From an optimization exercise on the open Yosys and OpenROAD flow, aimed at small area, a short achievable clock period and few clock cycles per item; shortcuts taken in it are not production practice.
Where RTL was checked, it was by simulation tests only, not by an equivalence proof against the original.
No activity file was given, so power comes from the tool's default toggle rates.

==> module edge_xlate, before the edit <==
module edge_xlate (
    input  wire        clk,
    input  wire        rst,
    input  wire        in_valid,
    output wire        in_ready,
    input  wire [23:0] in_ipu,       
    input  wire [23:0] in_gain,      
    input  wire [15:0] in_offset,    
    input  wire [14:0] in_h,         
    input  wire [14:0] in_delta,     
    output reg         out_valid,
    input  wire        out_ready,
    output reg  [11:0] out_ue,
    output reg  [11:0] out_le,
    output reg         out_sat
);
    reg        first;            
    reg        busy;             
    reg        tail;             
    reg [3:0]  cnt;              
    reg [22:0] rem;              
    reg [3:0]  db;               
    reg [22:0] gn;               
    reg        neg;              
    reg [17:0] qr;               
    reg signed [15:0] offset;
    reg [14:0] hd;               
    wire last = (cnt == 4'd8);
    wire load = (busy ? last : ~first) & ~tail & ~out_valid;
    assign in_ready = first;
    wire take = first & in_valid;
    wire emit = tail & ~out_valid;
    wire        s_in  = in_ipu[23];
    wire [23:0] ipu_x = in_ipu ^ {24{s_in}};
    wire [15:0] hdiff = {1'b0, hd} - {1'b0, qr[16:2]};
    wire [14:0] hd_n  = (hdiff[15] || hdiff[14:4] == 11'd0) ? 15'd16 : hdiff[14:0];
    wire [24:0] t    = {rem, db[3:2]};
    wire [25:0] t26  = {1'b0, t};
    wire [25:0] ng   = {3'b111, gn};                      
    wire [25:0] n2g  = {2'b11, gn, 1'b1};                 
    wire [25:0] d1   = t26 + ng + 26'd1;                  
    wire [25:0] d2   = t26 + n2g + 26'd1;                 
    wire [25:0] cs_s = t26 ^ ng ^ n2g;                    
    wire [25:0] cs_c = (t26 & ng) | (t26 & n2g) | (ng & n2g);
    wire [25:0] d3   = cs_s + {cs_c[24:0], 1'b1} + 26'd1;
    wire        ge1  = ~d1[25];
    wire        ge2  = ~d2[25];
    wire        ge3  = ~d3[25];
    wire [1:0]  dig  = {ge2, ge3 | (ge1 & ~ge2)};
    wire [22:0] r_n  = ge3 ? d3[22:0] : ge2 ? d2[22:0] : ge1 ? d1[22:0] : t[22:0];
    wire signed [19:0] qs  = $signed({{3{neg}}, qr[17:1]});    
    wire signed [19:0] ofs = offset;
    wire signed [19:0] hds = $signed({5'd0, hd});
    wire signed [19:0] us  = ofs + hds + qs + 20'sd8 + $signed({19'd0, qr[0]});
    wire signed [19:0] ls  = ofs - hds + qs + 20'sd8 + $signed({19'd0, qr[0]});
    wire u_hi = ~us[19] & (us[18:15] != 4'b0000);
    wire u_lo =  us[19] & (us[18:15] != 4'b1111);
    wire l_hi = ~ls[19] & (ls[18:15] != 4'b0000);
    wire l_lo =  ls[19] & (ls[18:15] != 4'b1111);
    wire [11:0] ue1 = u_hi ? 12'h7ff : u_lo ? 12'h800 : us[15:4];
    wire [11:0] le1 = l_hi ? 12'h7ff : l_lo ? 12'h800 : ls[15:4];
    wire n_hi = u_hi & (l_hi | (ls[19:5] == 15'h3ff));           
    wire n_lo = l_lo & (u_lo | (us[19:5] == 15'h7c00));          
    always @(posedge clk) begin
        if (load) begin
            rem <= {2'b00, ipu_x[23:3]};
            db  <= {ipu_x[2:0], s_in};
            gn  <= ~in_gain[22:0];
        end else begin
            rem <= r_n;
            db  <= {db[1:0], db[0], db[0]};
        end
        cnt <= first ? 4'd1 : cnt + 4'd1;
        if (first) begin
            qr     <= {1'b0, in_delta, dig ^ {2{s_in}}};
            neg    <= s_in;
            offset <= in_offset;
            hd     <= in_h;
        end else if (busy) begin
            qr <= {qr[15:0], dig ^ {2{neg}}};
            if (cnt == 4'd1)
                hd <= hd_n;
        end
        if (emit) begin
            out_ue  <= n_lo ? 12'h802 : ue1;
            out_le  <= n_hi ? 12'h7fd : le1;
            out_sat <= u_hi | u_lo | l_hi | l_lo;
        end
        if (rst) begin
            first     <= 1'b0;
            busy      <= 1'b0;
            tail      <= 1'b0;
            out_valid <= 1'b0;
        end else begin
            first <= load & in_valid;
            if (take)
                busy <= 1'b1;
            else if (last)
                busy <= 1'b0;
            if (busy & last)
                tail <= 1'b1;
            else if (emit)
                tail <= 1'b0;
            if (emit)
                out_valid <= 1'b1;
            else if (out_ready)
                out_valid <= 1'b0;
        end
    end
endmodule
Settings: LEC_CHECK=0, CAP_MARGIN=20, CORE_MARGIN=2, CORE_UTILIZATION=40, SLEW_MARGIN=20; clock period 16.0 ns.
run.sh (not shown) runs the stock make flow with config.mk's settings and CLKGATE_MAP_FILE= SYNTH_SCRIPT=/design/flow/synth_recipe.tcl, a recipe that flattens the netlist after the stock synthesis.
The baseline went through all stages and came out clean.
Edit:
--- a/flow/design.v
+++ b/flow/design.v
@@ -20,13 +20,13 @@
     reg [3:0]  cnt;              
     reg [22:0] rem;              
     reg [3:0]  db;               
     reg [22:0] gn;               
     reg        neg;              
     reg [17:0] qr;               
-    reg signed [15:0] offset;
+    reg signed [16:0] ofs8;      
     reg [14:0] hd;               
     wire last = (cnt == 4'd8);
     wire load = (busy ? last : ~first) & ~tail & ~out_valid;
     assign in_ready = first;
     wire take = first & in_valid;
     wire emit = tail & ~out_valid;
@@ -45,17 +45,20 @@
     wire [25:0] d3   = cs_s + {cs_c[24:0], 1'b1} + 26'd1;
     wire        ge1  = ~d1[25];
     wire        ge2  = ~d2[25];
     wire        ge3  = ~d3[25];
     wire [1:0]  dig  = {ge2, ge3 | (ge1 & ~ge2)};
     wire [22:0] r_n  = ge3 ? d3[22:0] : ge2 ? d2[22:0] : ge1 ? d1[22:0] : t[22:0];
-    wire signed [19:0] qs  = $signed({{3{neg}}, qr[17:1]});    
-    wire signed [19:0] ofs = offset;
-    wire signed [19:0] hds = $signed({5'd0, hd});
-    wire signed [19:0] us  = ofs + hds + qs + 20'sd8 + $signed({19'd0, qr[0]});
-    wire signed [19:0] ls  = ofs - hds + qs + 20'sd8 + $signed({19'd0, qr[0]});
+    wire [19:0] qs  = {{3{neg}}, qr[17:1]};
+    wire [19:0] ofx = {{3{ofs8[16]}}, ofs8};
+    wire [19:0] hdx = {5'd0, hd};
+    wire [19:0] cu  = (ofx & hdx) | (ofx & qs) | (hdx & qs);
+    wire [19:0] cl  = (ofx & ~hdx) | (ofx & qs) | (~hdx & qs);
+    wire [19:0] su  = ofx ^ hdx ^ qs;
+    wire [19:0] us  = su + {cu[18:0], qr[0]};
+    wire [19:0] ls  = ~su + {cl[18:0], qr[0]} + 20'd1;
     wire u_hi = ~us[19] & (us[18:15] != 4'b0000);
     wire u_lo =  us[19] & (us[18:15] != 4'b1111);
     wire l_hi = ~ls[19] & (ls[18:15] != 4'b0000);
     wire l_lo =  ls[19] & (ls[18:15] != 4'b1111);
     wire [11:0] ue1 = u_hi ? 12'h7ff : u_lo ? 12'h800 : us[15:4];
     wire [11:0] le1 = l_hi ? 12'h7ff : l_lo ? 12'h800 : ls[15:4];
@@ -71,13 +74,13 @@
             db  <= {db[1:0], db[0], db[0]};
         end
         cnt <= first ? 4'd1 : cnt + 4'd1;
         if (first) begin
             qr     <= {1'b0, in_delta, dig ^ {2{s_in}}};
             neg    <= s_in;
-            offset <= in_offset;
+            ofs8   <= {in_offset[15], in_offset} + 17'd8;
             hd     <= in_h;
         end else if (busy) begin
             qr <= {qr[15:0], dig ^ {2{neg}}};
             if (cnt == 4'd1)
                 hd <= hd_n;
         end
After rerunning: The changed run ran to the end with no violations; utilization rose by 0.28 points; combinational power hardly moves; critical path depth fell by 16; maximum frequency rose by 12%; hold slack stays flat; setup slack improves by 0.55 ns; wire length rose by 7.2%; final cell count rose by 1.7%; count of clock-buffer cells in the layout fell by 3.
Testbench counts after the change, summed over its fixed seeds: cycles 43,224, items 4,800.
Function not checked in the first run of this note: the RTL went through the layout flow alone.

re-timing with driven ports:
No port has a modelled driver above. Below, the same layouts with a new extraction and two added sets of constraints. Step 1: set_driving_cell puts a clkbuf_16 on clk and a buf_2 on each other input, an assumption about the parent block. Step 2 also shifts input and output timing later by t, the mid clock arrival at the registers, as if the neighbouring blocks saw the same clock. Slacks: ideal ports / drivers / drivers and shift; pairs: ideal ports / drivers.
| run | t (ns) | slack for setup (ns) | worst setup path at the end |
|---|---|---|---|
| the first run | 0.489 | 10.831 / 10.831 / 10.831 | register to register |
| the second run | 0.490 | 11.385 / 11.335 / 10.986 | input to register |
After both steps every run listed still meets setup and hold. The setup slack of the second run, which loses most, moves by -0.050 ns with the drivers and by -0.399 ns with both steps.
